Context: an optimization exercise on an open-source flow, tuned for small area, a short achievable clock period and few clock cycles per item. The choices shown serve that exercise and are no tape-out recipe. Where RTL was checked, it was by simulation tests only, not by an equivalence proof against the original. Only the layout flow was run in runs 2 to 6; the RTL was not checked for function there. Power and IR drop assume default switching activity.

### design/flow/run.sh
#!/bin/bash
# synth_recipe.tcl (not shown) runs the flow's synth.tcl, then flattens the netlist and writes it again
# the make line also repeats each setting of config.mk as NAME=value (left out here)
make -C /OpenROAD-flow-scripts/flow DESIGN_CONFIG=/design/flow/config.mk WORK_HOME=/design/flow/orfs CLKGATE_MAP_FILE= SYNTH_SCRIPT=/design/flow/synth_recipe.tcl finish
### design/flow/config.mk
export PLATFORM = sky130hd
export DESIGN_NAME = kg9_divider
export DESIGN_NICKNAME = kg9_divider
export VERILOG_FILES = /design/flow/design.v
export SDC_FILE = /design/flow/constraint.sdc
export NUM_CORES = 4
export LEC_CHECK = 0
export CAP_MARGIN = 20
export CORE_MARGIN = 2
export CORE_UTILIZATION = 40
export SLEW_MARGIN = 20
### design/flow/constraint.sdc
create_clock -name core_clock -period 8.0 [get_ports {clk}]
set_input_delay 1.6000 -clock core_clock [delete_from_list [all_inputs] [get_ports {clk}]]
set_output_delay 1.6000 -clock core_clock [all_outputs]
set_load 0.01 [all_outputs]
### design/flow/design.v
module kg9_divider (
    input  wire        clk,
    input  wire        rst,
    input  wire        start,
    input  wire        sgn,
    input  wire [63:0] a,
    input  wire [63:0] b,
    output wire        ready,
    output reg         done,
    output reg  [63:0] q,
    output reg  [63:0] r,
    output reg         exc
);
    localparam S_IDLE = 2'd0, S_SETUP = 2'd1, S_RUN = 2'd2, S_FIN = 2'd3;
    reg  [1:0]  state;
    reg         sgn_r;
    reg  [63:0] a_r, b_r;
    reg  [63:0] quo;        
    reg  [63:0] part;       
    reg  [63:0] dvs;        
    reg  [6:0]  cnt;
    reg         neg_q, neg_r;
    wire a_neg = sgn_r && a_r[63];
    wire b_neg = sgn_r && b_r[63];
    wire [63:0] a_mag = a_neg ? (~a_r + 64'd1) : a_r;
    wire [63:0] b_mag = b_neg ? (~b_r + 64'd1) : b_r;
    wire [64:0] shifted = {part[63:0], quo[63]};
    wire [64:0] diff    = shifted - {1'b0, dvs};
    wire        fits    = !diff[64];
    assign ready = (state == S_IDLE);
    always @(posedge clk) begin
        if (rst) begin
            state <= S_IDLE;
            done  <= 1'b0;
        end else begin
            done <= 1'b0;
            case (state)
                S_IDLE: begin
                    if (start) begin
                        sgn_r <= sgn;
                        a_r   <= a;
                        b_r   <= b;
                        state <= S_SETUP;
                    end
                end
                S_SETUP: begin
                    if (b_r == 64'd0 ||
                        (sgn_r && a_r == 64'h8000_0000_0000_0000 && b_r == 64'hFFFF_FFFF_FFFF_FFFF)) begin
                        exc   <= 1'b1;
                        done  <= 1'b1;
                        state <= S_IDLE;
                    end else begin
                        quo   <= a_mag;
                        dvs   <= b_mag;
                        part  <= 64'd0;
                        neg_q <= a_neg ^ b_neg;
                        neg_r <= a_neg;
                        cnt   <= 7'd0;
                        state <= S_RUN;
                    end
                end
                S_RUN: begin
                    part <= fits ? diff[63:0] : shifted[63:0];
                    quo  <= {quo[62:0], fits};
                    cnt  <= cnt + 7'd1;
                    if (cnt == 7'd63)
                        state <= S_FIN;
                end
                S_FIN: begin
                    q     <= neg_q ? (~quo + 64'd1) : quo;
                    r     <= neg_r ? (~part + 64'd1) : part;
                    exc   <= 1'b0;
                    done  <= 1'b1;
                    state <= S_IDLE;
                end
            endcase
        end
    end
endmodule
==> flow_summary_export.csv, run 1 <==
group,metric,value,unit
logic_synthesis,synth_cell_types,69,
logic_synthesis,ys_ff_latch,462,
route,drc_errors,0,
route,drt_iter0_drc,1530,
clock_tree,cts-htree-levels,2,
power,p_leak,10.3,nW
global_route,grt_first_pass_wirelength,108000,um
logic_synthesis,syn-num-nets,2553,
timing,setup_violations,0,
clock_tree,tritoncts,"yes",
route,ant_nets,0,
placed_design,portBuffers,262,
finish,stdcell_area,0.0307,mm2
critical_path,reg2reg_from,"a_r[2]",
logic_synthesis,ys.warnings.count,1,
placed_design,post-place-ws,3.11,ns
floorplanning,die-height,256,um
global_route,grt_max_degree,109,
logic_synthesis,synth_area,0.0254,mm2
route,wl,70400,um
placed_design,dpl.hpwl,52300,um
floorplanning,die_w,256,um
power,power_density,213,mW/mm2
timing,fin_setup_tns,0,ns
critical_path,path_class,"flop to flop",
critical_path,end_kind,"flop",
logic_synthesis,synth.top_cell.area_share,54.2,%
global_route,grt-ovfl-total,0,
logic_synthesis,synth-seq-area-share,54.4,%
min_path,min-delay-start,"state[0]",
finish,area_growth,20.8,%
critical_path,crit_path_cell_trace,"or4_1 -> nor4b_1 -> or4b_2 -> nor3_1 -> nand4_1 -> nor2_1 -> a21oi_1 -> nand2_1 -> a21oi_4 -> buf_6",
min_path,min_path_type,"flop to flop",
critical_path,worstPathMaxFanout,87,
timing,slew_violations,0,
run,maxCapViolCount,0,
clock_tree,hold_buffers,0,
clock_tree,clkSlewWorstSetupHoldPaths,0.06,ns
logic_synthesis,postSynth.asyncResetShare,0,%
timing,max_slew_margin,30.9,%
finish,num-fill-cells,5680,
critical_path,cp-startpoint,"a_r[2]",
logic_synthesis,syn_inst,2346,
power,power.total,6.53,mW
logic_synthesis,synth.area.top_cells,"edfxtp_1 (54%), xnor2_1 (7.6%), nand2_1 (4.1%)",
clock_tree,cts_setup_buffers,0,
critical_path,crit_path_top_delay_cell,"or4b_2",
route,wl_per_cell,20.3,um
critical_path,max_stage_delay,0.69,ns
timing,rsz0062_at_grt,"false",
floorplanning,initial_core_util,40.4,%
finish,nets,2791,
route,via_per_inst,5.46,
floorplanning,pin_count,263,
floorplanning,fp.dieArea,0.0656,mm2
placed_design,place.gp.congestion,0.914,
status,outcome,"timing/DRC/antenna clean",
timing,clock.fmax,0.198,GHz
timing,fin_skew,0.0467,ns
clock_tree,worstSkewPairLatency,0.63,ns
logic_synthesis,syn_avg_cell_area,10.8,um2
clock_tree,numCtsBuffers,52,
timing,setup_ws,2.96,ns
clock_tree,cts_buffer_depth,3,
floorplanning,core,0.0630,mm2
timing,post-route-min-period,5.04,ns
logic_synthesis,yosysTopAreaCell,"edfxtp_1",
global_route,antenna_found_initial,3,
timing,post-route-period-util,63.1,%
placed_design,placed_area,0.0289,mm2
critical_path,required,8.22,ns
critical_path,cp.arrival,5.26,ns
logic_synthesis,ys_dominant_reg_cell,"edfxtp_1",
critical_path,worst_setup_path_start_kind,"flop",
clock_tree,clkSinkCount,462,
global_route,grtUsageTotal,21.1,%
timing,hold_viol,0,
floorplanning,rows,92,
global_route,grt_pass1_vias,18286,
route,dr_total_vias,18954,
logic_synthesis,synth_edf_count,459,
power,irDropWorstVdd,0.000168,V
clock_tree,cts-root-buf,"clkbuf_16",
finish,drive_gt1_share,4.91,%
route,dr.pass1.iters,5,
timing,worst_slew_pin_slew,1.03,ns
clock_tree,ctsResizeCount,0,
## per-stage QoR
stage	utilization (%)	std cells	hold WS, ns
after floorplan	-	2346	0.469
after global placement	45.9	3374	0.505
after detailed placement	45.9	3374	0.532
after CTS	48.7	3471	0.546
after global routing	48.8	3473	0.568
final	48.8	3474	0.557
## metal layers
layer	vias up	GRT usage (%)	part of all wire, %
met5	-	0	0.043
met4	4	4.94	2.0
met3	83	3.56	6.1
met2	566	33.4	46
met1	9176	30.3	46
li1	9125	-	-
## registers in the layout (all words and copies together) (netlist names), named ones only
| register | count |
|---|---|
| a_r | 64 |
| b_r | 64 |
| dvs | 64 |
| part | 64 |
| q | 64 |
| quo | 64 |
| r | 64 |
| cnt | 7 |
| done | 1 |
| exc | 1 |
| neg_q | 1 |
| neg_r | 1 |
| sgn_r | 1 |
| state | 1 |
## cells in the mapped netlist (4+ instances only)
cell	count
nand4_1	53
nand2b_1	18
or2_2	5
a21oi_1	132
a211oi_1	10
xnor2_1	220
or4_1	22
a31oi_1	11
edfxtp_1	459
o211ai_1	7
and3_1	11
or4_4	5
nand3_1	40
nor4_1	25
o21ai_0	205
nor3b_1	5
nor2b_1	11
and4_1	6
o21a_1	16
ha_1	74
o21bai_1	18
xor2_1	83
o41ai_1	27
nand2_1	277
buf_1	4
nor3_1	52
or3_1	35
clkbuf_1	89
nor2_1	111
nand3b_1	6
a21boi_0	36
o31ai_1	58
and2_1	31
inv_1	104
a21o_1	24
## area by class of cell
cell class	count	area, um2	share of cell area [%]
Inverter	104	390	1.27
Tap cell	846	1060	3.45
Timing Repair Buffer	278	2780	9.04
Antenna cell	1	2.50	0.00815
Sequential cell	462	13800	45.1
Clock buffer	64	1370	4.45
Clock inverter	33	369	1.20
Multi-Input combinational cell	1686	10900	35.5
## cell families after synthesis
group / after synthesis / synth area share (%)
flip-flops: 462 / 54.4
multiplexers: 4 / 0.162
buffers and inverters: 198 / 2.93
XOR/XNOR: 303 / 10.4
AND/OR/NAND/NOR: 728 / 14.2
adder cells (fa/ha/maj): 75 / 3.72
AO/OA/AOI/OAI: 576 / 14.1
## placed cells by master, fill, tap and decap left out, drive strengths merged, types with 15 or more instances in the layout
cell           Yosys  routed
a21boi            36      36
a21o              24      24
a21oi            132     132
and2              31      31
buf                5      15
clkbuf            89      65
clkdlybuf4s50      0     262
clkinv             0      23
edfxtp           459     459
ha                74      74
inv              104     104
nand2            277     277
nand2b            18      18
nand3             40      40
nand4             54      54
nor2             111     111
nor3              54      54
nor4              25      25
o21a              16      16
o21ai            207     207
o21bai            18      18
o31ai             61      61
o41ai             28      28
or3               36      36
or4               27      27
xnor2            220     220
xor2              83      83
## worst max-delay path: cells and delay by family (launching register included)
| family | cells | cell delay, ns |
|---|---|---|
| simple gates | 7 | 3.48 |
| flops | 1 | 0.45 |
| buf+inv | 1 | 0.36 |
| compound gates | 2 | 0.26 |
## report_power, final
part | leakage, nW | switching (mW) | total (mW) | internal [mW]
Combinational | 5.22 | 0.668 | 1.10 | 0.436
Sequential | 4.25 | 0.147 | 3.03 | 2.88
Clock | 0.828 | 1.01 | 2.40 | 1.39
Total | 10.3 | 1.83 | 6.53 | 4.70
## path summary, 6_finish.rpt
kind / to / slack [ns] / depth (start not counted)
worst max-delay path: part[41] / 2.96 / 10
worst min-delay path: flop / 0.56 / 2
worst max register to register: part[41] / 2.96 / 10
worst min register to register: flop / 0.56 / 2
Testbench counts, summed over its fixed seeds: cycles 214,400, ops 3,200.
==> inputs of run 2 (changes only) <==
==> design/flow/design.v (replaced) <==
module kg9_divider (
    input  wire        clk,
    input  wire        rst,
    input  wire        start,
    input  wire        sgn,
    input  wire [63:0] a,
    input  wire [63:0] b,
    output wire        ready,
    output reg         done,
    output wire [63:0] q,
    output wire [63:0] r,
    output reg         exc
);
    reg st_idle, st_s1, st_s2, st_it, st_f1;
    reg [63:0] R;       
    reg [63:0] E;       
    reg [63:0] Q;       
    reg [5:0]  cnt;     
    reg        a_neg, b_neg;
    reg        evp;     
    reg        ex;      
    assign ready = st_idle;
    assign q = Q;
    assign r = R;
    wire neg_q = a_neg ^ b_neg;
    wire x     = ~neg_q;        
    wire fill  = ~a_neg;        
    function [6:0] bitlen(input [63:0] v);
        integer i;
        begin
            bitlen = 7'd0;
            for (i = 0; i < 64; i = i + 1)
                if (v[i]) bitlen = i + 1;
        end
    endfunction
    wire [6:0] na = bitlen(R ^ {64{a_neg}});
    wire [6:0] nb = bitlen(E ^ {64{b_neg}});
    wire [7:0] dn = {1'b0, na} - {1'b0, nb};
    wire       b_zero = (nb == 7'd0) && !b_neg;
    wire       q_zero = a_neg ? ({1'b0, na} + 8'd1 < {1'b0, nb}) : (na < nb);
    wire [64:0] sum  = {1'b0, R} + {1'b0, E} + {64'd0, x};
    wire        fits = sum[64] ^ a_neg;
    wire        sum_zero = (sum[63:0] == 64'd0);
    wire s1_small = a_neg ? (!sum[63] && !sum_zero) : sum[63];
    wire newbit = ((ex | evp) ? 1'b0 : fits) ^ neg_q;
    always @(posedge clk) begin
        if (rst) begin
            st_idle <= 1'b1;
            st_s1 <= 1'b0; st_s2 <= 1'b0; st_it <= 1'b0; st_f1 <= 1'b0;
            done <= 1'b0;
        end else begin
            done <= 1'b0;
            if (st_idle && start) begin
                R <= a;
                E <= b;
                a_neg <= sgn & a[63];
                b_neg <= sgn & b[63];
                st_idle <= 1'b0;
                st_s1 <= 1'b1;
            end
            if (st_s1) begin
                st_s1 <= 1'b0;
                cnt <= dn[7] ? 6'd0 : dn[5:0];
                evp <= 1'b0;
                ex  <= 1'b0;
                if (b_zero || q_zero || (neg_q && s1_small)) begin
                    Q <= 64'd0;
                    exc <= b_zero;
                    done <= 1'b1;
                    st_idle <= 1'b1;
                end else if (a_neg && !b_neg && sum_zero) begin
                    Q <= {64{1'b1}};
                    R <= sum[63:0];
                    exc <= 1'b0;
                    done <= 1'b1;
                    st_idle <= 1'b1;
                end else begin
                    Q <= {64{neg_q}};
                    if (neg_q) R <= sum[63:0];
                    st_s2 <= 1'b1;
                end
            end
            if (st_s2) begin
                E <= (E << cnt) ^ {64{x}};
                st_s2 <= 1'b0;
                st_it <= 1'b1;
            end
            if (st_it) begin
                if (fits) R <= sum[63:0];
                Q <= {Q[62:1], Q[0] ^ evp, newbit};
                evp <= a_neg & sum_zero & !ex;
                if (evp) ex <= 1'b1;
                if (cnt != 6'd0) begin
                    E <= {fill, E[63:1]};
                    cnt <= cnt - 6'd1;
                end else begin
                    st_it <= 1'b0;
                    if (a_neg && (ex || evp || sum_zero)) begin
                        st_f1 <= 1'b1;
                    end else begin
                        exc <= 1'b0;
                        done <= 1'b1;
                        st_idle <= 1'b1;
                    end
                end
            end
            if (st_f1) begin
                R <= sum[63:0];
                Q <= {Q[63:1], Q[0] ^ evp};
                exc <= b_neg & Q[63];
                done <= 1'b1;
                st_f1 <= 1'b0;
                st_idle <= 1'b1;
            end
        end
    end
endmodule
==> run 2 against run 1 <==
Net effect: still clean on timing, DRC and antenna; flip-flop and latch count is 253 lower; clock power is 42% lower; core utilization is 1.3 points lower.
==> flow_summary_export.csv, run 2 <==
group,metric,value,unit
route,dr_total_vias,23822,
clock_tree,numCtsBuffers,28,
timing,post-route-min-period,7.27,ns
timing,rsz0062_at_grt,"false",
clock_tree,clkSlewWorstSetupHoldPaths,0.06,ns
finish,nets,3251,
finish,drive_gt1_share,7.82,%
critical_path,end_kind,"flop",
timing,worst_slew_pin_slew,1.20,ns
logic_synthesis,synth_edf_count,203,
floorplanning,fp.dieArea,0.0607,mm2
placed_design,dpl.hpwl,67900,um
clock_tree,cts_buffer_depth,3,
critical_path,worstPathMaxFanout,92,
clock_tree,cts-htree-levels,1,
timing,fin_setup_tns,0,ns
timing,fin_hold_ws,0.554,ns
logic_synthesis,synth.top_cell.area_share,25.9,%
route,wl_met3,6670,um
clock_tree,hold_buffers,0,
global_route,grt-ovfl-total,0,
critical_path,required,8.34,ns
clock_tree,cts_setup_buffers,0,
critical_path,path_class,"flop to flop",
power,power_density,223,mW/mm2
timing,hold_viol,0,
logic_synthesis,ys_ff_latch,209,
placed_design,portBuffers,262,
logic_synthesis,synth_area,0.0235,mm2
floorplanning,die_w,246,um
global_route,antenna_found_initial,1,
finish,num-fill-cells,5695,
route,route.met2.wl,40800,um
power,irDropWorstVdd,0.000173,V
timing,setup_violations,0,
route,drt-met1-wl,38900,um
floorplanning,die-height,246,um
logic_synthesis,synth_cell_types,107,
timing,fin_skew,0.0337,ns
route,via_per_inst,6.23,
global_route,grt_first_pass_wirelength,135000,um
route,drt_iter0_drc,2478,
run,maxCapViolCount,0,
finish,area_growth,16.8,%
timing,slew_violations,0,
global_route,grt_pass1_vias,22485,
min_path,min_path_type,"flop to flop",
finish,final_common_cell,"nand2_1",
floorplanning,initial_core_util,40.6,%
logic_synthesis,synth_common_cells,"nand2_1 (427), a21oi_1 (293), nor2_1 (208)",
route,highest_layer,"met4",
timing,max_slew_margin,20.0,%
logic_synthesis,syn-num-nets,3163,
critical_path,cp.arrival,7.60,ns
finish,final_util,47.4,%
finish,num_antenna_cells,0,
finish,final_cell_mix,"nand2_1 (426), a21oi_1 (293), clkdlybuf4s50_1 (261)",
logic_synthesis,syn_avg_cell_area,7.98,um2
floorplanning,core,0.0579,mm2
placed_design,place.gp.congestion,1.01,
global_route,grtUsageTotal,28.8,%
status,outcome,"timing/DRC/antenna clean",
power,p_leak,10.6,nW
timing,post-route-period-util,90.8,%
critical_path,crit_path_top_delay_cell,"buf_4",
route,dr.pass1.iters,6,
logic_synthesis,synth.area.top_cells,"edfxtp_1 (26%), nand2_1 (6.8%), mux2i_1 (6.3%)",
route,ant_nets,0,
logic_synthesis,postSynth.asyncResetShare,0,%
clock_tree,ctsResizeCount,0,
clock_tree,worstSkewPairLatency,0.61,ns
route,wl_per_cell,23.6,um
route,wl,90400,um
critical_path,crit_family,"compound AO/OA/AOI/OAI gates",
clock_tree,cts-root-buf,"clkbuf_16",
floorplanning,rows,88,
critical_path,critPathBufInv,2,
finish,largestRegisters,"E: 64 flops, Q: 64 flops, R: 64 flops",
clock_tree,clkSinkCount,209,
clock_tree,tritoncts,"yes",
critical_path,max_stage_delay,0.66,ns
global_route,grt_max_degree,93,
timing,clock.fmax,0.138,GHz
logic_synthesis,ys_dominant_reg_cell,"edfxtp_1",
logic_synthesis,syn_inst,2948,
logic_synthesis,synth-seq-area-share,26.4,%
logic_synthesis,ys.warnings.count,1,
floorplanning,pin_count,263,
route,drc_errors,0,
critical_path,worst_setup_path_start_kind,"flop",
logic_synthesis,yosysTopAreaCell,"edfxtp_1",
logic_synthesis,yosysMostFrequentCell,"nand2_1",
run 2: changes by cell type after synthesis, sizes merged, moves of 53 or more:
cell,change
nand3,+98
mux4,+53
a21o,+79
nor2,+97
buf,+59
clkbuf,+94
mux2i,+144
xor2,-53
nand2,+150
xnor2,-123
a21oi,+164
edfxtp,-256
run 2: cells by family (layout without fill, tap and decap cells):
group,count (synthesis),in the layout,share of synthesized area [%]
flip-flops,209,209,26.4
AO/OA/AOI/OAI,893,893,24.2
XOR/XNOR,127,127,4.76
buffers and inverters,317,427,5.51
adder cells (fa/ha/maj),83,83,4.51
multiplexers,242,242,13.3
AND/OR/NAND/NOR,1077,1077,21.3
run 2: area by class of cell:
cell class	instances	area (um2)	area share [%]
Clock buffer	30	708	2.58
Inverter	67	254	0.924
Timing Repair Buffer	308	3000	10.9
Sequential cell	209	6220	22.6
Multi-Input combinational cell	2422	16000	58.4
Clock inverter	22	294	1.07
Tap cell	765	957	3.48
run 2: report_power, final:
group          internal (mW)  leakage (nW)  switching, mW  total, mW
combinational           1.23          8.07           1.82       3.05
clock                  0.838         0.484          0.561       1.40
sequential              1.38          2.02          0.288       1.67
total                   3.45          10.6           2.67       6.12
run 2: per-stage QoR:
| stage | area (um2) | power [mW] | std cells | worst slack [ns] |
|---|---|---|---|---|
| floorplan | 23500 | 3.67 | 2948 | 1.31 |
| finish | 27500 | 6.12 | 3823 | 0.733 |
| detailed placement | 26500 | 4.66 | 3771 | 0.791 |
| global placement | 26400 | 4.63 | 3770 | 0.832 |
| CTS | 27500 | 6.08 | 3823 | 0.744 |
| global route | 27500 | 6.44 | 3823 | 0.364 |
run 2: layer usage:
metal  GRT usage, %  vias up
met1           40.1    11463
met2           45.4     1078
met3           2.88      158
met4           12.0        0
li1               -    11123
met5              0        -
run 2: path summary, 6_finish.rpt:
check                to  cells after the start  start  slack [ns]
setup reg to reg   R[1]                     25  a_neg        0.73
hold / removal    Q[10]                      1   Q[9]        0.55
setup / recovery   R[1]                     25  a_neg        0.73
hold reg to reg   Q[10]                      1   Q[9]        0.55
==> inputs of run 3 (changes only) <==
--- a/design/flow/design.v
+++ b/design/flow/design.v
@@ -19,6 +19,7 @@
     reg        a_neg, b_neg;
     reg        evp;     
     reg        ex;      
+    reg        f_exit, f_bz, f_m1;   
     assign ready = st_idle;
     assign q = Q;
     assign r = R;
@@ -60,15 +61,22 @@
             end
             if (st_s1) begin
                 st_s1 <= 1'b0;
+                st_s2 <= 1'b1;
                 cnt <= dn[7] ? 6'd0 : dn[5:0];
+                f_exit <= b_zero || q_zero || (neg_q && s1_small);
+                f_bz <= b_zero;
+                f_m1 <= a_neg && !b_neg && sum_zero;
                 evp <= 1'b0;
                 ex  <= 1'b0;
-                if (b_zero || q_zero || (neg_q && s1_small)) begin
+            end
+            if (st_s2) begin
+                st_s2 <= 1'b0;
+                if (f_exit) begin
                     Q <= 64'd0;
-                    exc <= b_zero;
+                    exc <= f_bz;
                     done <= 1'b1;
                     st_idle <= 1'b1;
-                end else if (a_neg && !b_neg && sum_zero) begin
+                end else if (f_m1) begin
                     Q <= {64{1'b1}};
                     R <= sum[63:0];
                     exc <= 1'b0;
@@ -77,13 +85,9 @@
                 end else begin
                     Q <= {64{neg_q}};
                     if (neg_q) R <= sum[63:0];
-                    st_s2 <= 1'b1;
+                    E <= (E << cnt) ^ {64{x}};
+                    st_it <= 1'b1;
                 end
-            end
-            if (st_s2) begin
-                E <= (E << cnt) ^ {64{x}};
-                st_s2 <= 1'b0;
-                st_it <= 1'b1;
             end
             if (st_it) begin
                 if (fits) R <= sum[63:0];
--- a/design/flow/config.mk
+++ b/design/flow/config.mk
@@ -8,4 +8,5 @@
 export CAP_MARGIN = 20
 export CORE_MARGIN = 2
 export CORE_UTILIZATION = 40
+export SETUP_SLACK_MARGIN = 4.5
 export SLEW_MARGIN = 20
==> run 3 against run 2 <==
Net effect: cell count is 6.9% higher; non-clock buffer count grew 120; clock skew decreased by 0.019 ns; power down 9.8%; fmax grew 28%; die area shrank 2.4%; synthesized cell count grew 5.5%; via count up 6.4%; count of clock-buffer cells in the layout increased by 9; routed wire length grew 12%.
==> flow_summary_export.csv, run 3 <==
group,metric,value,unit
status,outcome,"timing/DRC/antenna clean",
logic_synthesis,postSynth.asyncResetShare,0,%
clock_tree,worstSkewPairLatency,0.61,ns
critical_path,max_stage_delay,0.57,ns
timing,post-route-min-period,5.70,ns
finish,final_util,52.4,%
logic_synthesis,synth_top_family_by_area,"simple AND/OR/NAND/NOR gates",
critical_path,crit_path_top_delay_cell,"or4_1",
logic_synthesis,synth.area.top_cells,"edfxtp_1 (27%), nand2_1 (12%), a21oi_1 (6.6%)",
finish,drive_gt1_share,13.9,%
clock_tree,hold_buffers,0,
clock_tree,clkSlewWorstSetupHoldPaths,0.07,ns
logic_synthesis,ys_dominant_reg_cell,"edfxtp_1",
logic_synthesis,synth_common_cells,"nand2_1 (731), a21oi_1 (301), nor2_1 (253)",
timing,max_slew_margin,29.3,%
finish,area_growth,29.1,%
power,seqPwrFrac,28.5,%
placed_design,placed_area,0.0259,mm2
logic_synthesis,synth_area,0.0229,mm2
critical_path,end_kind,"flop",
min_path,min_path_type,"flop to flop",
route,ant_nets,0,
timing,post-route-period-util,71.2,%
finish,largestRegisters,"E: 64 flops, Q: 64 flops, R: 64 flops",
critical_path,path_class,"flop to flop",
floorplanning,rows,87,
placed_design,post-place-ws,1.78,ns
critical_path,worstPathMaxFanout,5,
logic_synthesis,yosysTopAreaCell,"edfxtp_1",
finish,seqCellArea,0.00631,mm2
route,wl,102000,um
timing,fin_skew,0.0149,ns
floorplanning,die-height,243,um
placed_design,dpl.hpwl,66500,um
critical_path,critPathBufInv,7,
clock_tree,tritoncts,"yes",
logic_synthesis,synth-seq-area-share,27.5,%
floorplanning,core,0.0565,mm2
min_path,hold_end,"Q[49]",
floorplanning,die_w,243,um
finish,final_common_cell,"nand2_1",
finish,multiInputGateArea,0.0165,mm2
route,drc_errors,0,
timing,worst_slew_pin_slew,1.03,ns
clock_tree,cts-root-buf,"clkbuf_16",
power,switchingPower,2.26,mW
timing,clock.fmax,0.175,GHz
power,power_density,186,mW/mm2
finish,nets,3523,
timing,slew_violations,0,
global_route,grt_first_pass_wirelength,145000,um
logic_synthesis,synth.top_cell.area_share,27.0,%
finish,stdcell_area,0.0296,mm2
logic_synthesis,synth_edf_count,206,
power,p_sw_share,40.9,%
min_path,min-delay-start,"Q[48]",
logic_synthesis,synth_cell_types,89,
critical_path,worst_setup_path_start_kind,"flop",
critical_path,r2r_cells,25,
global_route,grt-ovfl-total,0,
power,irDropWorstVdd,0.000175,V
logic_synthesis,yosysMostFrequentCell,"nand2_1",
logic_synthesis,synth_xor_area_share,5.12,%
logic_synthesis,muxShareOfSynthArea,8.09,%
logic_synthesis,syn_inst,3111,
critical_path,worst_r2r_endpoint,"st_idle",
clock_tree,numCtsBuffers,29,
finish,num-fill-cells,5382,
floorplanning,fp.dieArea,0.0593,mm2
route,via_per_inst,6.20,
finish,num_antenna_cells,0,
power,combPwrFrac,45.6,%
timing,fin_setup_tns,0,ns
global_route,grt_pass1_vias,23441,
clock_tree,clkSinkCount,212,
floorplanning,pin_count,263,
global_route,antenna_found_initial,4,
critical_path,required,8.45,ns
timing,setup_ws,2.30,ns
timing,setup_violations,0,
global_route,grtUsageTotal,31.6,%
logic_synthesis,syn_avg_cell_area,7.37,um2
placed_design,portBuffers,262,
power,internal_power,3.26,mW
logic_synthesis,synthSimpleGateAreaFrac,26.0,%
power,p_leak,11.3,nW
clock_tree,cts-htree-levels,1,
timing,hold_viol,0,
critical_path,crit_top_cell,"buf_4",
timing,rsz0062_at_grt,"true",
route,dr.pass1.iters,6,
run,maxCapViolCount,0,
critical_path,crit_family,"compound AO/OA/AOI/OAI gates",
logic_synthesis,ys.warnings.count,1,
logic_synthesis,syn-num-nets,3326,
floorplanning,initial_core_util,40.6,%
route,drt_iter0_drc,2722,
global_route,grt_max_degree,138,
critical_path,reg2reg_from,"b_neg",
min_path,whs_path_depth,2,
placed_design,place.gp.congestion,0.973,
route,dr_total_vias,25345,
critical_path,cp.arrival,6.15,ns
logic_synthesis,synth_fa_ha_area_share,4.63,%
logic_synthesis,synth-compound-area-share,23.4,%
critical_path,r2r_slack,2.30,ns
route,wl_per_cell,24.9,um
power,p_clk_share,25.9,%
logic_synthesis,ys_ff_latch,212,
finish,final_cell_mix,"nand2_1 (717), a21oi_1 (287), clkdlybuf4s50_1 (260)",
clock_tree,cts_buffer_depth,3,
## run 3: per-stage QoR
stage | hold slack (ns) | instances | power, mW
6_report | 0.544 | 4087 | 5.52
3_5_place_dp | 0.533 | 3900 | 3.70
4_1_cts | 0.545 | 4038 | 5.32
3_3_place_gp | 0.526 | 3900 | 3.70
5_1_grt | 0.583 | 4087 | 5.77
2_1_floorplan | 0.473 | 3111 | 2.99
## run 3: cell families after synthesis
kind of cell,count (synthesis)
buf+inv,314
simple gates,1365
compound gates,881
mux,122
xor+xnor,134
flops,212
fa+ha+maj,83
## run 3: per-layer routing
layer  up-vias  GRT usage, %  wire (um)
li1      11584             -          -
met1     12252          43.3      42200
met2      1261          50.6      46200
met3       246          4.02       8200
met4         2          12.2       5080
met5         -             0         16
## run 3: cell type report
cell class | count | area share (%)
inverters | 48 | 0.676
multi-input cells | 2589 | 55.7
flip-flops and latches | 212 | 21.3
well taps | 756 | 3.19
repair buffers | 428 | 15.7
clock buffers | 39 | 2.68
clock inverters | 15 | 0.748
## run 3: worst max path at each step
stage                      from       to  slack [ns]  cells after the start
after global placement    b_neg   f_exit        1.90                     23
after floorplan           b_neg   f_exit        2.25                     29
after detailed placement  b_neg   f_exit        1.78                     23
after global routing      b_neg  st_idle        2.11                     26
after CTS                 b_neg      exc        2.43                     26
final                     b_neg  st_idle        2.30                     25
## run 3: what timing repair did
action                                  CTS  global route
endpoints found under the setup margin  145           134
gates resized for setup                  87           177
setup buffers                            71            36
endpoints found under the hold margin     0             0
gates cloned                             13            13
pin swaps                                45            58
## run 3: worst register-to-register path, delay by kind of cell (launching register included)
family | cells | cell delay, ns
AOI/OAI and AO/OA | 9 | 1.64
xor gates and xnor gates | 1 | 0.18
adders and majority gates | 3 | 0.77
and+or+nand+nor | 5 | 1.61
DFF | 1 | 0.44
buffers and inverters | 7 | 0.91
## run 3: power groups by stage
stage / logic (mW) / registers, mW / clock network [mW]
2_1_floorplan: 1.55 / 1.44 / 0
3_3_place_gp: 2.10 / 1.59 / 0
3_5_place_dp: 2.11 / 1.60 / 0
4_1_cts: 2.30 / 1.56 / 1.46
5_1_grt: 2.70 / 1.58 / 1.49
6_report: 2.52 / 1.57 / 1.43
==> inputs of run 4 (changes only) <==
==> design/flow/design.v (replaced) <==
module kg9_divider (
    input  wire        clk,
    input  wire        rst,
    input  wire        start,
    input  wire        sgn,
    input  wire [63:0] a,
    input  wire [63:0] b,
    output wire        ready,
    output reg         done,
    output wire [63:0] q,
    output wire [63:0] r,
    output reg         exc
);
    reg st_idle, st_s1, st_it, st_f1;
    reg [63:0] R;       
    reg [63:0] E;       
    reg [63:0] Q;       
    reg [6:0]  na, nb;  
    reg [5:0]  cnt;     
    reg        a_neg, b_neg;
    reg        inv;     
    reg        m1;      
    reg        evp;     
    reg        ex;      
    assign ready = st_idle;
    assign q = Q;
    assign r = R;
    wire neg_q = a_neg ^ b_neg;
    wire x     = ~neg_q;        
    wire fill  = ~a_neg;        
    function [6:0] bitlen(input [63:0] v);
        integer i;
        begin
            bitlen = 7'd0;
            for (i = 0; i < 64; i = i + 1)
                if (v[i]) bitlen = i + 1;
        end
    endfunction
    wire in_a_neg = sgn & a[63];
    wire in_b_neg = sgn & b[63];
    wire [7:0] dn = {1'b0, na} - {1'b0, nb};
    wire [5:0] sh = dn[7] ? 6'd0 : dn[5:0];
    wire       b_zero = (nb == 7'd0) && !b_neg;
    wire       q_zero = a_neg ? ({1'b0, na} + 8'd1 < {1'b0, nb}) : (na < nb);
    wire [64:0] sum  = {1'b0, R} + {1'b0, E} + {64'd0, x};
    wire        fits = sum[64] ^ a_neg;
    wire        sum_zero = (sum[63:0] == 64'd0);
    wire use_c = neg_q & (sum[63] ^ ~a_neg);
    wire newbit = ((ex | evp) ? 1'b0 : fits) ^ inv;
    always @(posedge clk) begin
        if (rst) begin
            st_idle <= 1'b1;
            st_s1 <= 1'b0; st_it <= 1'b0; st_f1 <= 1'b0;
            done <= 1'b0;
        end else begin
            done <= 1'b0;
            if (st_idle && start) begin
                R <= a;
                E <= b;
                a_neg <= in_a_neg;
                b_neg <= in_b_neg;
                na <= bitlen(a ^ {64{in_a_neg}});
                nb <= bitlen(b ^ {64{in_b_neg}});
                st_idle <= 1'b0;
                st_s1 <= 1'b1;
            end
            if (st_s1) begin
                st_s1 <= 1'b0;
                cnt <= sh;
                evp <= 1'b0;
                ex  <= 1'b0;
                m1  <= a_neg & ~b_neg & sum_zero;
                if (b_zero || q_zero) begin
                    Q <= 64'd0;
                    exc <= b_zero;
                    done <= 1'b1;
                    st_idle <= 1'b1;
                end else begin
                    inv <= use_c;
                    Q <= {64{use_c}};
                    if (use_c) R <= sum[63:0];
                    E <= (E << sh) ^ {64{x}};
                    st_it <= 1'b1;
                end
            end
            if (st_it) begin
                if (m1) begin
                    R <= sum[63:0];
                    Q <= {64{1'b1}};
                    exc <= 1'b0;
                    done <= 1'b1;
                    st_it <= 1'b0;
                    st_idle <= 1'b1;
                end else begin
                    if (fits) R <= sum[63:0];
                    Q <= {Q[62:1], Q[0] ^ evp, newbit};
                    evp <= a_neg & sum_zero & !ex;
                    if (evp) ex <= 1'b1;
                    if (cnt != 6'd0) begin
                        E <= {fill, E[63:1]};
                        cnt <= cnt - 6'd1;
                    end else begin
                        st_it <= 1'b0;
                        if (a_neg && (ex || evp || sum_zero)) begin
                            st_f1 <= 1'b1;
                        end else begin
                            exc <= 1'b0;
                            done <= 1'b1;
                            st_idle <= 1'b1;
                        end
                    end
                end
            end
            if (st_f1) begin
                R <= sum[63:0];
                Q <= {Q[63:1], Q[0] ^ evp};
                exc <= b_neg & Q[63];
                done <= 1'b1;
                st_f1 <= 1'b0;
                st_idle <= 1'b1;
            end
        end
    end
endmodule
--- a/design/flow/config.mk
+++ b/design/flow/config.mk
@@ -5,8 +5,9 @@
 export SDC_FILE = /design/flow/constraint.sdc
 export NUM_CORES = 4
 export LEC_CHECK = 0
+export ABC_AREA = 1
 export CAP_MARGIN = 20
 export CORE_MARGIN = 2
 export CORE_UTILIZATION = 40
-export SETUP_SLACK_MARGIN = 4.5
+export SETUP_SLACK_MARGIN = 5
 export SLEW_MARGIN = 20
==> run 4 against run 3 <==
Net effect: sequential share of layout area shrank 2.3 points; critical path type unchanged; critical endpoint is now R[19]; via count grew 2.2%; synthesized cell count grew 4.0%; still clean on timing, DRC and antenna; highest routed layer unchanged; routed wire length grew 2.3%; die area shrank 2.2%.
==> flow_summary_export.csv, run 4 <==
group,metric,value,unit
timing,slew_violations,0,
floorplanning,initial_core_util,40.5,%
critical_path,max_stage_delay,0.43,ns
finish,final_common_cell,"nand2_1",
timing,setup_ws,2.23,ns
timing,fin_setup_tns,0,ns
route,dr.pass1.iters,6,
critical_path,worstPathMaxFanout,6,
logic_synthesis,synth_cell_types,63,
finish,drive_gt1_share,35.0,%
finish,stdcell_area,0.0351,mm2
logic_synthesis,ys_dominant_reg_cell,"edfxtp_1",
floorplanning,pin_count,263,
finish,nets,3974,
min_path,min_path_type,"flop to flop",
floorplanning,die_w,241,um
timing,rsz0062_at_grt,"true",
clock_tree,cts-htree-levels,1,
logic_synthesis,synth_edf_count,219,
clock_tree,numCtsBuffers,29,
critical_path,end_kind,"flop",
power,power_density,200,mW/mm2
logic_synthesis,ys.warnings.count,1,
critical_path,worst_setup_path_start_kind,"flop",
timing,post-route-period-util,72.1,%
status,outcome,"timing/DRC/antenna clean",
finish,final_cell_mix,"nand2_1 (632), nor2_1 (296), inv_1 (249)",
logic_synthesis,synth.top_cell.area_share,29.3,%
floorplanning,fp.dieArea,0.0580,mm2
logic_synthesis,synth_area,0.0224,mm2
critical_path,cp.arrival,6.23,ns
route,wl_per_cell,23.0,um
placed_design,placed_area,0.0258,mm2
logic_synthesis,synth.area.top_cells,"edfxtp_1 (29%), nand2_1 (13%), o21ai_0 (8.1%)",
timing,fin_hold_ws,0.581,ns
finish,stdcell_count,4529,
clock_tree,clkSinkCount,224,
run,maxCapViolCount,0,
route,dr_total_vias,25914,
route,ant_nets,0,
timing,clock.fmax,0.173,GHz
critical_path,path_class,"flop to flop",
timing,hold_viol,0,
clock_tree,tritoncts,"yes",
finish,num-fill-cells,4762,
finish,num_antenna_cells,0,
logic_synthesis,syn-num-nets,3451,
clock_tree,clkSlewWorstSetupHoldPaths,0.07,ns
power,p_leak,15.0,nW
logic_synthesis,yosysTopAreaCell,"edfxtp_1",
clock_tree,worstSkewPairLatency,0.62,ns
timing,fin_skew,0.0144,ns
route,drc_errors,0,
floorplanning,die-height,241,um
global_route,grtUsageTotal,33.2,%
clock_tree,cts_buffer_depth,3,
timing,setup_violations,0,
clock_tree,cts-root-buf,"clkbuf_16",
logic_synthesis,synth_common_cells,"nand2_1 (766), nor2_1 (422), o21ai_0 (362)",
finish,largestRegisters,"E: 64 flops, Q: 64 flops, R: 64 flops",
placed_design,post-place-ws,1.23,ns
finish,area_growth,56.4,%
critical_path,crit_top_cell,"nand2_2",
global_route,grt-ovfl-total,0,
logic_synthesis,syn_avg_cell_area,6.93,um2
global_route,grt_max_degree,129,
placed_design,place.gp.congestion,0.959,
global_route,grt_first_pass_wirelength,147000,um
global_route,antenna_found_initial,2,
floorplanning,core,0.0553,mm2
clock_tree,hold_buffers,0,
placed_design,place_inst,4090,
logic_synthesis,ys_ff_latch,224,
route,wl,104000,um
global_route,grt_pass1_vias,24257,
placed_design,dpl.hpwl,65500,um
timing,post-route-min-period,5.77,ns
logic_synthesis,yosysMostFrequentCell,"nand2_1",
logic_synthesis,synth-seq-area-share,29.8,%
power,irDropWorstVdd,0.000193,V
timing,max_slew_margin,26.3,%
logic_synthesis,syn_inst,3236,
critical_path,required,8.46,ns
placed_design,portBuffers,262,
critical_path,crit_path_top_delay_cell,"edfxtp_1",
route,via_per_inst,5.72,
route,drt_iter0_drc,2404,
timing,worst_slew_pin_slew,1.10,ns
floorplanning,rows,86,
logic_synthesis,postSynth.asyncResetShare,0,%
==> run 4: path summary, 6_finish.rpt <==
path / startpoint / end / slack [ns] / depth (start not counted)
worst max-delay path: a_neg / R[19] / 2.23 / 43
worst min-delay path: Q[16] / Q[17] / 0.58 / 2
worst max register to register: a_neg / R[19] / 2.23 / 43
worst min register to register: Q[16] / Q[17] / 0.58 / 2
==> run 4: timing repair <==
action / 4_1_cts / 5_1_grt
pin swaps: 220 / 236
buffers inserted: 223 / 96
cloned: 47 / 19
resized for setup: 1058 / 510
endpoints found under the setup margin: 559 / 287
==> run 4: cell families after synthesis <==
| logic type | Yosys count | synth area share (%) |
|---|---|---|
| mux | 30 | 1.45 |
| buf+inv | 496 | 8.94 |
| flops | 224 | 29.8 |
| simple gates | 1368 | 24.3 |
| xor+xnor | 232 | 9.06 |
| fa+ha+maj | 83 | 4.73 |
| compound gates | 803 | 21.7 |
==> run 4: power by group <==
part | total, mW | switching (mW) | leakage [nW] | internal [mW]
Combinational | 4.00 | 2.36 | 12.4 | 1.65
Clock | 1.41 | 0.609 | 0.479 | 0.800
Sequential | 1.62 | 0.147 | 2.14 | 1.47
==> run 4: cell type report <==
class	count	area, um2	area share, %
timing repair inverter	18	302	0.860
clock buffer	32	737	2.10
timing repair buffer	650	7290	20.8
clock inverter	21	244	0.696
sequential	224	6680	19.0
inverter	315	1370	3.89
multi-input combinational	2521	17500	50.0
tap	748	936	2.67
==> run 4: through the flow <==
stage	total power [mW]	utilization [%]
CTS	6.47	58.2
global placement	4.25	46.6
finish	7.03	63.4
floorplan	3.44	-
detailed placement	4.26	46.6
global route	7.36	63.4
==> run 4: worst max-delay path, delay by kind of cell, from the launching register on <==
| kind | cells | cell delay, ns |
|---|---|---|
| buffers and inverters | 5 | 0.72 |
| flip-flops | 1 | 0.43 |
| XOR/XNOR | 1 | 0.08 |
| AND/OR/NAND/NOR | 20 | 1.64 |
| adder cells (fa/ha/maj) | 3 | 0.91 |
| AO/OA/AOI/OAI | 14 | 1.83 |
==> run 4: metal layers <==
layer | GRT usage [%] | routed length [um]
met5 | 0 | 9
met4 | 14.1 | 5670
met3 | 5.08 | 8650
met2 | 55.2 | 48300
met1 | 43.1 | 41400
==> inputs of run 5 (changes only) <==
==> design/flow/design.v (replaced) <==
module kg9_divider (
    input  wire        clk,
    input  wire        rst,
    input  wire        start,
    input  wire        sgn,
    input  wire [63:0] a,
    input  wire [63:0] b,
    output wire        ready,
    output reg         done,
    output wire [63:0] q,
    output wire [63:0] r,
    output reg         exc
);
    reg st_idle, st_s1, st_it, st_f1;
    reg [63:0] R;       
    reg [63:0] E;       
    reg [63:0] Q;       
    reg [6:0]  na, nb;  
    reg [5:0]  cnt;     
    reg        a_neg, b_neg;
    reg        x;       
    reg        inv;     
    reg        m1;      
    reg        evp;     
    reg        ex;      
    assign ready = st_idle;
    assign q = Q;
    assign r = R;
    wire neg_q = ~x;
    wire fill  = ~a_neg;        
    function [6:0] bitlen(input [63:0] v);
        integer i;
        begin
            bitlen = 7'd0;
            for (i = 0; i < 64; i = i + 1)
                if (v[i]) bitlen = i + 1;
        end
    endfunction
    wire in_a_neg = sgn & a[63];
    wire in_b_neg = sgn & b[63];
    wire [7:0] dn = {1'b0, na} - {1'b0, nb};
    wire [5:0] sh = dn[7] ? 6'd0 : dn[5:0];
    wire       b_zero = (nb == 7'd0) && !b_neg;
    wire       q_zero = a_neg ? ({1'b0, na} + 8'd1 < {1'b0, nb}) : (na < nb);
    wire       s1_exit = b_zero | q_zero;
    wire [65:0] sum1 = {1'b0, R, 1'b1} + {1'b0, E, x};
    wire [64:0] sum  = sum1[65:1];       
    wire        fits = sum[64] ^ a_neg;
    wire        sum_zero = (sum[63:0] == 64'd0);
    wire use_c = neg_q & (sum[63] ^ ~a_neg);
    wire newbit = ((ex | evp) ? 1'b0 : fits) ^ inv;
    wire last   = (cnt == 6'd0);
    always @(posedge clk) begin
        if (rst) begin
            st_idle <= 1'b1;
            st_s1 <= 1'b0; st_it <= 1'b0; st_f1 <= 1'b0;
            done <= 1'b0;
        end else begin
            done <= 1'b0;
            if (st_idle && start) begin
                st_idle <= 1'b0;
                st_s1 <= 1'b1;
            end
            if (st_s1) begin
                st_s1 <= 1'b0;
                if (s1_exit) begin
                    done <= 1'b1;
                    st_idle <= 1'b1;
                end else begin
                    st_it <= 1'b1;
                end
            end
            if (st_it) begin
                if (m1 || (last && !a_neg)) begin
                    done <= 1'b1;
                    st_it <= 1'b0;
                    st_idle <= 1'b1;
                end else if (last) begin
                    st_it <= 1'b0;
                    st_f1 <= 1'b1;
                end
            end
            if (st_f1) begin
                done <= 1'b1;
                st_f1 <= 1'b0;
                st_idle <= 1'b1;
            end
        end
    end
    always @(posedge clk) begin
        if (st_idle) begin
            R <= a;
            E <= b;
            a_neg <= in_a_neg;
            b_neg <= in_b_neg;
            x <= ~(in_a_neg ^ in_b_neg);
            na <= bitlen(a ^ {64{in_a_neg}});
            nb <= bitlen(b ^ {64{in_b_neg}});
        end
        if (st_s1) begin
            cnt <= sh;
            evp <= 1'b0;
            ex  <= 1'b0;
            m1  <= a_neg & ~b_neg & sum_zero;
            inv <= use_c;
            exc <= b_zero;
            if (s1_exit) begin
                Q <= 64'd0;
            end else begin
                Q <= {64{use_c}};
                if (use_c) R <= sum[63:0];
                E <= (E << sh) ^ {64{x}};
            end
        end
        if (st_it) begin
            if (m1) begin
                R <= sum[63:0];
                Q <= {64{1'b1}};
            end else begin
                if (fits) R <= sum[63:0];
                Q <= {Q[62:1], Q[0] ^ evp, newbit};
                evp <= a_neg & sum_zero & !ex;
                if (evp) ex <= 1'b1;
                if (!last) begin
                    E <= {fill, E[63:1]};
                    cnt <= cnt - 6'd1;
                end
            end
        end
        if (st_f1) begin
            if (ex | evp) R <= sum[63:0];
            Q <= {Q[63:1], Q[0] ^ evp};
            exc <= b_neg & Q[63];
        end
    end
endmodule
--- a/design/flow/config.mk
+++ b/design/flow/config.mk
@@ -5,9 +5,8 @@
 export SDC_FILE = /design/flow/constraint.sdc
 export NUM_CORES = 4
 export LEC_CHECK = 0
-export ABC_AREA = 1
 export CAP_MARGIN = 20
 export CORE_MARGIN = 2
 export CORE_UTILIZATION = 40
-export SETUP_SLACK_MARGIN = 5
+export SETUP_SLACK_MARGIN = 4.5
 export SLEW_MARGIN = 20
==> run 5 against run 4 <==
Net effect: combinational power increased by 110%; setup slack improved by 1.8 ns; fmax increased by 44%; still clean; synthesized cell count decreased by 7.3%; cell count decreased by 7.5%; area after synthesis increased by 3.8%; flip-flop and latch count increased by 1.
==> flow_summary_export.csv, run 5 <==
group,metric,value,unit
finish,final_common_cell,"nand2_1",
power,internal_power,6.04,mW
logic_synthesis,synth.top_cell.area_share,12.1,%
floorplanning,initial_core_util,40.4,%
finish,nets,3617,
global_route,grtUsageTotal,37.1,%
route,drt_iter0_drc,3724,
timing,rsz0062_at_grt,"true",
power,irDropWorstVdd,0.000168,V
clock_tree,worstSkewPairLatency,0.59,ns
logic_synthesis,ys_dominant_reg_cell,"dfxtp_1",
critical_path,critPathBufInv,2,
run,maxCapViolCount,0,
route,via_per_inst,6.82,
logic_synthesis,ys_ff_latch,225,
critical_path,max_stage_delay,0.45,ns
global_route,grt_first_pass_wirelength,170000,um
critical_path,path_class,"flop to flop",
timing,worst_slew_pin_slew,1.13,ns
critical_path,crit_family,"simple AND/OR/NAND/NOR gates",
route,wl,120000,um
clock_tree,clkSlewWorstSetupHoldPaths,0.06,ns
critical_path,worstPathMaxFanout,7,
logic_synthesis,syn-num-nets,3214,
timing,setup_violations,0,
timing,slew_violations,0,
floorplanning,fp.dieArea,0.0602,mm2
placed_design,portBuffers,262,
finish,largestRegisters,"E: 64 flops, Q: 64 flops, R: 64 flops",
power,seqPwrFrac,16.6,%
critical_path,cp.arrival,4.47,ns
timing,post-route-period-util,50.1,%
clock_tree,cts-htree-levels,1,
timing,fin_setup_tns,0,ns
floorplanning,pin_count,263,
power,p_leak,14.1,nW
finish,stdcell_area,0.0352,mm2
logic_synthesis,synth.area.top_cells,"dfxtp_1 (12%), mux2i_1 (11%), edfxtp_1 (11%)",
critical_path,end_kind,"flop",
finish,area_growth,51.2,%
critical_path,crit_path_top_delay_cell,"dfxtp_2",
logic_synthesis,yosysTopAreaCell,"dfxtp_1",
route,dr_total_vias,28558,
global_route,antenna_found_initial,3,
floorplanning,core,0.0576,mm2
clock_tree,tritoncts,"yes",
clock_tree,numCtsBuffers,27,
route,wl_per_cell,28.7,um
timing,hold_viol,0,
finish,num-fill-cells,4769,
clock_tree,clkSinkCount,225,
route,drc_errors,0,
logic_synthesis,synth_edf_count,84,
logic_synthesis,postSynth.asyncResetShare,0,%
logic_synthesis,synth_common_cells,"nand2_1 (268), mux2i_1 (262), nor2_1 (253)",
floorplanning,die_w,245,um
timing,post-route-min-period,4.01,ns
floorplanning,rows,88,
clock_tree,cts_buffer_depth,3,
route,ant_nets,0,
timing,clock.fmax,0.249,GHz
logic_synthesis,synth-seq-area-share,23.0,%
logic_synthesis,synth_area,0.0233,mm2
clock_tree,cts-root-buf,"clkbuf_16",
route,dr.pass1.iters,8,
placed_design,placed_area,0.0264,mm2
logic_synthesis,yosysMostFrequentCell,"nand2_1",
timing,max_slew_margin,24.8,%
placed_design,dpl.hpwl,77800,um
power,p_sw_share,49.0,%
power,switchingPower,5.81,mW
critical_path,worst_setup_path_start_kind,"flop",
critical_path,crit_path_cell_trace,"ha_2 -> nand4_1 -> buf_4 -> o21ai_0 -> o22ai_2 -> o21ai_4 -> or3_4 -> a222oi_1 -> nand4_1 -> nor4_2 -> nand4_1 -> nor4_4 -> buf_4 -> and3b_1",
logic_synthesis,ys.warnings.count,1,
finish,final_cell_mix,"nand2_1 (248), mux2i_1 (234), nor2_1 (226)",
global_route,grt-ovfl-total,0,
global_route,grt_max_degree,72,
placed_design,place.gp.congestion,0.964,
critical_path,crit_top_cell,"nand4_1",
logic_synthesis,syn_inst,3000,
logic_synthesis,syn_avg_cell_area,7.76,um2
power,power_density,337,mW/mm2
power,combPwrFrac,72.2,%
power,p_clk_share,11.2,%
floorplanning,die-height,245,um
timing,fin_skew,0.0172,ns
finish,drive_gt1_share,29.1,%
status,outcome,"timing/DRC/antenna clean",
global_route,grt_pass1_vias,26335,
min_path,min_path_type,"flop to flop",
critical_path,required,8.46,ns
logic_synthesis,synth_cell_types,94,
-- run 5: kinds of logic after synthesis --
| logic type | share of synthesized area [%] |
|---|---|
| XOR/XNOR | 2.74 |
| buffers and inverters | 5.36 |
| adder cells (fa/ha/maj) | 4.47 |
| flip-flops | 23.0 |
| AO/OA/AOI/OAI | 30.1 |
| AND/OR/NAND/NOR | 20.4 |
| multiplexers | 13.9 |
-- run 5: power groups by stage --
stage,clock network [mW],registers (mW),logic [mW]
finish,1.33,1.96,8.55
global route,1.39,1.97,8.84
CTS,1.35,1.91,7.63
detailed placement,0,1.90,5.45
global placement,0,1.89,5.47
floorplan,0,1.72,3.64
-- run 5: layer usage --
metal	track usage (%)	routed length [um]	vias up
met3	7.12	11800	543
met1	47.4	46700	13783
met4	20.2	9270	2
met5	0	14	-
li1	-	-	12362
met2	58.7	52600	1868
-- run 5: worst paths after layout --
check,startpoint,endpoint,slack [ns],cells past startpoint
max,E[31],m1,3.99,14
min reg2reg,ex,ex,0.50,2
min,ex,ex,0.50,2
max reg2reg,E[31],m1,3.99,14
-- run 5: layout make-up --
| class | count | area [um2] | share of cell area, % |
|---|---|---|---|
| Timing Repair Buffer | 600 | 7140 | 20.3 |
| Sequential cell | 225 | 5490 | 15.6 |
| Multi-Input combinational cell | 2470 | 20300 | 57.6 |
| Inverter | 76 | 324 | 0.921 |
| Timing Repair inverter | 3 | 48.8 | 0.139 |
| Clock buffer | 38 | 790 | 2.24 |
| Antenna cell | 2 | 5.00 | 0.0142 |
| Tap cell | 765 | 957 | 2.72 |
| Clock inverter | 11 | 163 | 0.462 |
-- run 5: worst reg2reg max path, cell delays in order (launching register included) --
cell	delay (ns)
dfxtp_2	0.45
ha_2	0.36
nand4_1	0.21
buf_4	0.15
o21ai_0	0.10
o22ai_2	0.25
o21ai_4	0.16
or3_4	0.39
a222oi_1	0.38
nand4_1	0.25
nor4_2	0.36
nand4_1	0.27
nor4_4	0.21
buf_4	0.19
and3b_1	0.15
-- run 5: metrics by stage --
stage	instances	util [%]	total power [mW]	hold slack, ns	setup slack, ns
after floorplan	3000	-	5.37	0.450	4.36
after global placement	3843	45.9	7.36	0.466	2.41
after detailed placement	3843	45.9	7.35	0.480	2.43
after CTS	4125	58.0	10.9	0.489	4.13
after global routing	4190	61.1	12.2	0.518	3.92
final	4190	61.1	11.9	0.498	3.99
-- run 5: timing repair --
item / in CTS / in global routing
resized for setup: 784 / 283
setup endpoints to repair: 209 / 202
cloned: 42 / 12
setup buffers: 191 / 51
hold buffers: 0 / 0
pin swaps: 226 / 137
==> inputs of run 6 (changes only) <==
--- a/design/flow/design.v
+++ b/design/flow/design.v
@@ -20,8 +20,8 @@
     reg        a_neg, b_neg;
     reg        x;       
     reg        inv;     
-    reg        m1;      
-    reg        evp;     
+    reg [7:0]  zg;      
+    reg        first;   
     reg        ex;      
     assign ready = st_idle;
     assign q = Q;
@@ -39,15 +39,45 @@
     wire in_a_neg = sgn & a[63];
     wire in_b_neg = sgn & b[63];
     wire [7:0] dn = {1'b0, na} - {1'b0, nb};
-    wire [5:0] sh = dn[7] ? 6'd0 : dn[5:0];
-    wire       b_zero = (nb == 7'd0) && !b_neg;
-    wire       q_zero = a_neg ? ({1'b0, na} + 8'd1 < {1'b0, nb}) : (na < nb);
+    wire [5:0] sh = dn[5:0];            
+    wire       b_zero = (nb == 7'd0);
+    wire       q_zero = dn[7];
     wire       s1_exit = b_zero | q_zero;
-    wire [65:0] sum1 = {1'b0, R, 1'b1} + {1'b0, E, x};
-    wire [64:0] sum  = sum1[65:1];       
+    reg  [64:0] kg, kp, kgn, kpn;
+    integer kl, kk;
+    always @* begin
+        kg = {R & E, x};
+        kp = {R ^ E, 1'b0};
+        for (kl = 0; kl < 7; kl = kl + 1) begin
+            kgn = kg; kpn = kp;
+            for (kk = 0; kk < 65; kk = kk + 1)
+                if (kk >= (1 << kl)) begin
+                    kgn[kk] = kg[kk] | (kp[kk] & kg[kk - (1 << kl)]);
+                    kpn[kk] = kp[kk] & kp[kk - (1 << kl)];
+                end
+            kg = kgn; kp = kpn;
+        end
+    end
+    wire [64:0] sum = {kg[64], (R ^ E) ^ kg[63:0]};
     wire        fits = sum[64] ^ a_neg;
-    wire        sum_zero = (sum[63:0] == 64'd0);
+    wire [7:0]  sum_nz;
+    genvar gi;
+    generate
+        for (gi = 0; gi < 8; gi = gi + 1) begin : g_nz
+            assign sum_nz[gi] = |sum[8*gi+7:8*gi];
+        end
+    endgenerate
+    wire        last_zero = (zg == 8'd0);
+    reg         m1;
+    wire        evp = ~first & last_zero & a_neg & ~ex;
     wire use_c = neg_q & (sum[63] ^ ~a_neg);
+    reg [63:0] eal;
+    integer si;
+    always @* begin
+        eal = E ^ {64{x}};
+        for (si = 0; si < 6; si = si + 1)
+            if (sh[si]) eal = (eal << (1 << si)) | ({64{x}} & ((64'd1 << (1 << si)) - 64'd1));
+    end
     wire newbit = ((ex | evp) ? 1'b0 : fits) ^ inv;
     wire last   = (cnt == 6'd0);
     always @(posedge clk) begin
@@ -71,7 +101,7 @@
                 end
             end
             if (st_it) begin
-                if (m1 || (last && !a_neg)) begin
+                if (last && !a_neg) begin
                     done <= 1'b1;
                     st_it <= 1'b0;
                     st_idle <= 1'b1;
@@ -94,14 +124,14 @@
             a_neg <= in_a_neg;
             b_neg <= in_b_neg;
             x <= ~(in_a_neg ^ in_b_neg);
-            na <= bitlen(a ^ {64{in_a_neg}});
-            nb <= bitlen(b ^ {64{in_b_neg}});
+            na <= bitlen(in_a_neg ? {~a[62:0], 1'b1} : a);
+            nb <= bitlen(in_b_neg ? (~b | 64'd1) : b);
         end
         if (st_s1) begin
             cnt <= sh;
-            evp <= 1'b0;
             ex  <= 1'b0;
-            m1  <= a_neg & ~b_neg & sum_zero;
+            zg  <= sum_nz;
+            first <= 1'b1;
             inv <= use_c;
             exc <= b_zero;
             if (s1_exit) begin
@@ -109,17 +139,16 @@
             end else begin
                 Q <= {64{use_c}};
                 if (use_c) R <= sum[63:0];
-                E <= (E << sh) ^ {64{x}};
+                E <= eal;
             end
         end
         if (st_it) begin
-            if (m1) begin
-                R <= sum[63:0];
-                Q <= {64{1'b1}};
-            end else begin
+            begin
+                if (first) m1 <= last_zero & a_neg & ~b_neg;
                 if (fits) R <= sum[63:0];
                 Q <= {Q[62:1], Q[0] ^ evp, newbit};
-                evp <= a_neg & sum_zero & !ex;
+                zg <= sum_nz;
+                first <= 1'b0;
                 if (evp) ex <= 1'b1;
                 if (!last) begin
                     E <= {fill, E[63:1]};
@@ -129,7 +158,7 @@
         end
         if (st_f1) begin
             if (ex | evp) R <= sum[63:0];
-            Q <= {Q[63:1], Q[0] ^ evp};
+            Q <= m1 ? {64{1'b1}} : {Q[63:1], Q[0] ^ evp};
             exc <= b_neg & Q[63];
         end
     end
--- a/design/flow/config.mk
+++ b/design/flow/config.mk
@@ -8,5 +8,4 @@
 export CAP_MARGIN = 20
 export CORE_MARGIN = 2
 export CORE_UTILIZATION = 40
-export SETUP_SLACK_MARGIN = 4.5
 export SLEW_MARGIN = 20
==> run 6 against run 5 <==
Net effect: still clean on timing, DRC and antenna; cell area shrank 27%; sequential share of layout area grew 6.2 points; clock power about the same; clock skew barely moved; area after synthesis shrank 7.2%; combinational power is 47% lower; largest cell class unchanged.
==> flow_summary_export.csv, run 6 <==
group,metric,value,unit
finish,final_cell_mix,"nand2_1 (407), clkdlybuf4s50_1 (262), mux2i_1 (241)",
timing,slew_violations,0,
logic_synthesis,syn_avg_cell_area,8.18,um2
logic_synthesis,syn-num-nets,2849,
run,maxCapViolCount,0,
global_route,grt_pass1_vias,20033,
timing,post-route-min-period,5.57,ns
clock_tree,clkSlewWorstSetupHoldPaths,0.06,ns
logic_synthesis,synth.top_cell.area_share,13.1,%
floorplanning,rows,85,
power,combPwrFrac,58.7,%
clock_tree,cts-root-buf,"clkbuf_16",
logic_synthesis,synth-seq-area-share,25.8,%
logic_synthesis,syn_inst,2643,
logic_synthesis,yosysTopAreaCell,"dfxtp_1",
finish,multiInputGateArea,0.0151,mm2
finish,drive_gt1_share,6.95,%
finish,num-fill-cells,5235,
timing,clock.fmax,0.180,GHz
min_path,min_path_type,"flop to flop",
global_route,grtUsageTotal,26.4,%
logic_synthesis,synth_area,0.0216,mm2
critical_path,crit_top_cell,"buf_4",
critical_path,crit_cells,16,
timing,setup_violations,0,
clock_tree,ctsResizeCount,0,
floorplanning,core,0.0536,mm2
power,internal_power,4.19,mW
critical_path,end_kind,"flop",
logic_synthesis,synth_cell_types,92,
power,seqPwrFrac,23.8,%
route,ant_nets,0,
finish,nets,2989,
critical_path,cp.arrival,6.04,ns
placed_design,post-place-ws,2.31,ns
status,outcome,"timing/DRC/antenna clean",
clock_tree,tritoncts,"yes",
route,drc_errors,0,
critical_path,worstPathMaxFanout,47,
global_route,grt_first_pass_wirelength,117000,um
route,drt_iter0_drc,1909,
route,wl,76600,um
placed_design,portBuffers,262,
clock_tree,cts_buffer_depth,3,
timing,worst_slew_pin_slew,1.02,ns
finish,largestRegisters,"E: 64 flops, Q: 64 flops, R: 64 flops",
finish,final_common_cell,"nand2_1",
logic_synthesis,yosysMostFrequentCell,"nand2_1",
clock_tree,cts_setup_buffers,0,
critical_path,crit_path_top_delay_cell,"a2111oi_2",
logic_synthesis,ys_ff_latch,233,
timing,post-route-period-util,69.6,%
placed_design,place.gp.congestion,0.950,
clock_tree,worstSkewPairLatency,0.59,ns
critical_path,critPathBufInv,4,
logic_synthesis,ys_dominant_reg_cell,"dfxtp_1",
global_route,grt-ovfl-total,0,
logic_synthesis,synth_common_cells,"nand2_1 (408), mux2i_1 (241), a21oi_1 (184)",
route,dr_total_vias,21432,
power,p_leak,10.1,nW
power,p_sw_share,46.1,%
logic_synthesis,postSynth.asyncResetShare,0,%
route,dr.pass1.iters,7,
finish,seqCellArea,0.00559,mm2
power,switchingPower,3.57,mW
timing,fin_skew,0.0172,ns
critical_path,required,8.47,ns
logic_synthesis,ys.warnings.count,1,
critical_path,r2r_cells,16,
critical_path,crit_family,"compound AO/OA/AOI/OAI gates",
global_route,grt_max_degree,88,
min_path,whs_path_depth,1,
clock_tree,numCtsBuffers,29,
power,power_density,303,mW/mm2
floorplanning,die-height,236,um
critical_path,crit_path_cell_trace,"buf_4 -> inv_1 -> buf_4 -> fa_1 -> nor2b_1 -> o31a_2 -> o2111a_2 -> o2111ai_2 -> a2111oi_2 -> o311a_1 -> a31oi_2 -> xnor3_2 -> nor3_2 -> a221o_4 -> buf_4 -> mux2_1",
clock_tree,hold_buffers,0,
floorplanning,fp.dieArea,0.0559,mm2
finish,final_util,47.8,%
timing,setup_ws,2.43,ns
logic_synthesis,synth.area.top_cells,"dfxtp_1 (13%), edfxtp_1 (13%), mux2i_1 (11%)",
timing,rsz0062_at_grt,"false",
critical_path,max_stage_delay,0.69,ns
route,via_per_inst,6.12,
critical_path,worst_setup_path_start_kind,"flop",
route,wl_per_cell,21.9,um
placed_design,dpl.hpwl,58300,um
clock_tree,clkSinkCount,233,
finish,area_growth,18.5,%
finish,num_antenna_cells,0,
clock_tree,cts-htree-levels,1,
placed_design,place_inst,3448,
timing,fin_setup_tns,0,ns
logic_synthesis,synth_edf_count,92,
power,p_clk_share,17.5,%
timing,hold_viol,0,
timing,max_slew_margin,32.0,%
power,irDropWorstVdd,0.000154,V
floorplanning,pin_count,263,
floorplanning,initial_core_util,40.3,%
critical_path,path_class,"flop to flop",
finish,stdcell_count,3501,
floorplanning,die_w,236,um
global_route,antenna_found_initial,0,
run 6: worst paths after layout:
kind | slack (ns) | to | startpoint
worst min-delay path | 0.48 | cnt[0] | cnt[0]
worst min register to register | 0.48 | cnt[0] | cnt[0]
worst max-delay path | 2.43 | R[16] | x
worst max register to register | 2.43 | R[16] | x
run 6: worst reg2reg max path: cells and delay by family (launching register included):
kind            cells  cell delay, ns
xor+xnor            1            0.28
flops               1            0.32
simple gates        2            0.31
mux                 1            0.36
compound gates      7            2.46
fa+ha+maj           1            0.44
buf+inv             4            1.27
run 6: layout make-up:
| cell class | instances | area share [%] |
|---|---|---|
| multi-input combinational | 2171 | 59.1 |
| inverter | 58 | 0.850 |
| sequential | 233 | 21.8 |
| tap | 696 | 3.40 |
| clock buffer | 38 | 3.21 |
| timing repair buffer | 290 | 11.1 |
| clock inverter | 15 | 0.582 |
run 6: metrics by stage:
step	instance area (um2)	total power, mW	hold WS, ns
3_5_place_dp	24600	6.31	0.438
3_3_place_gp	24600	6.28	0.440
6_report	25600	7.76	0.476
4_1_cts	25600	7.70	0.476
2_1_floorplan	21600	4.92	0.420
5_1_grt	25600	8.22	0.518
run 6: logic make-up (layout without fill, tap and decap cells):
kind of cell | count (synthesis) | in the layout | share of synthesized area, %
mux | 320 | 320 | 18.2
simple gates | 935 | 935 | 19.8
buf+inv | 239 | 401 | 4.79
fa+ha+maj | 74 | 74 | 4.35
compound gates | 700 | 700 | 21.2
xor+xnor | 142 | 142 | 5.82
flops | 233 | 233 | 25.8
run 6: per-layer routing:
metal	global-route usage (%)	share of wire [%]	up-vias
met2	41.7	45	905
met3	3.37	7.9	110
met5	0	0	-
met4	6.90	2.4	0
li1	-	-	10125
met1	37.8	45	10292
run 6: power groups by stage:
stage	Combinational, mW	Clock (mW)	Sequential (mW)
finish	4.56	1.36	1.85
global route	4.92	1.43	1.87
CTS	4.48	1.39	1.83
detailed placement	4.45	0	1.86
global placement	4.43	0	1.85
floorplan	3.20	0	1.72

## static timing again, ports no longer ideal
How much do the figures lean on ideal ports? The routed layouts below were timed once more, with nothing changed but the port constraints.
Step 1 sets driving cells, clkbuf_16 on the clock port and buf_2 on the other inputs (assumed; they add their load-dependent delay and slew).
Step 2 moves the port delays by t, midway between the first and last clock arrival at a register: inputs arrive t later, outputs are due t later. That takes back most of the time a late clock gives input paths.
a / b / c = ideal ports / drivers / drivers and shift; a / b = the first two.
run	shift t [ns]	slack for setup (ns)	hold slack, ns	worst setup path at the end
run 1	0.668	2.956 / 2.956 / 2.956	0.557 / 0.557 / 0.557	register to register
run 2	0.657	0.733 / 0.733 / 0.733	0.554 / 0.554 / 0.554	register to register
run 3	0.665	2.301 / 2.301 / 2.301	0.544 / 0.544 / 0.544	register to register
run 4	0.672	2.233 / 2.233 / 2.233	0.581 / 0.581 / 0.581	register to register
run 5	0.637	3.991 / 3.991 / 3.771	0.498 / 0.498 / 0.498	input to register
run 6	0.647	2.431 / 2.431 / 2.244	0.476 / 0.476 / 0.476	input to register
After both steps every run listed still meets setup and hold. For run 5, which loses most, drivers alone change the setup slack by 0.000 ns; drivers and shift together by -0.220 ns.
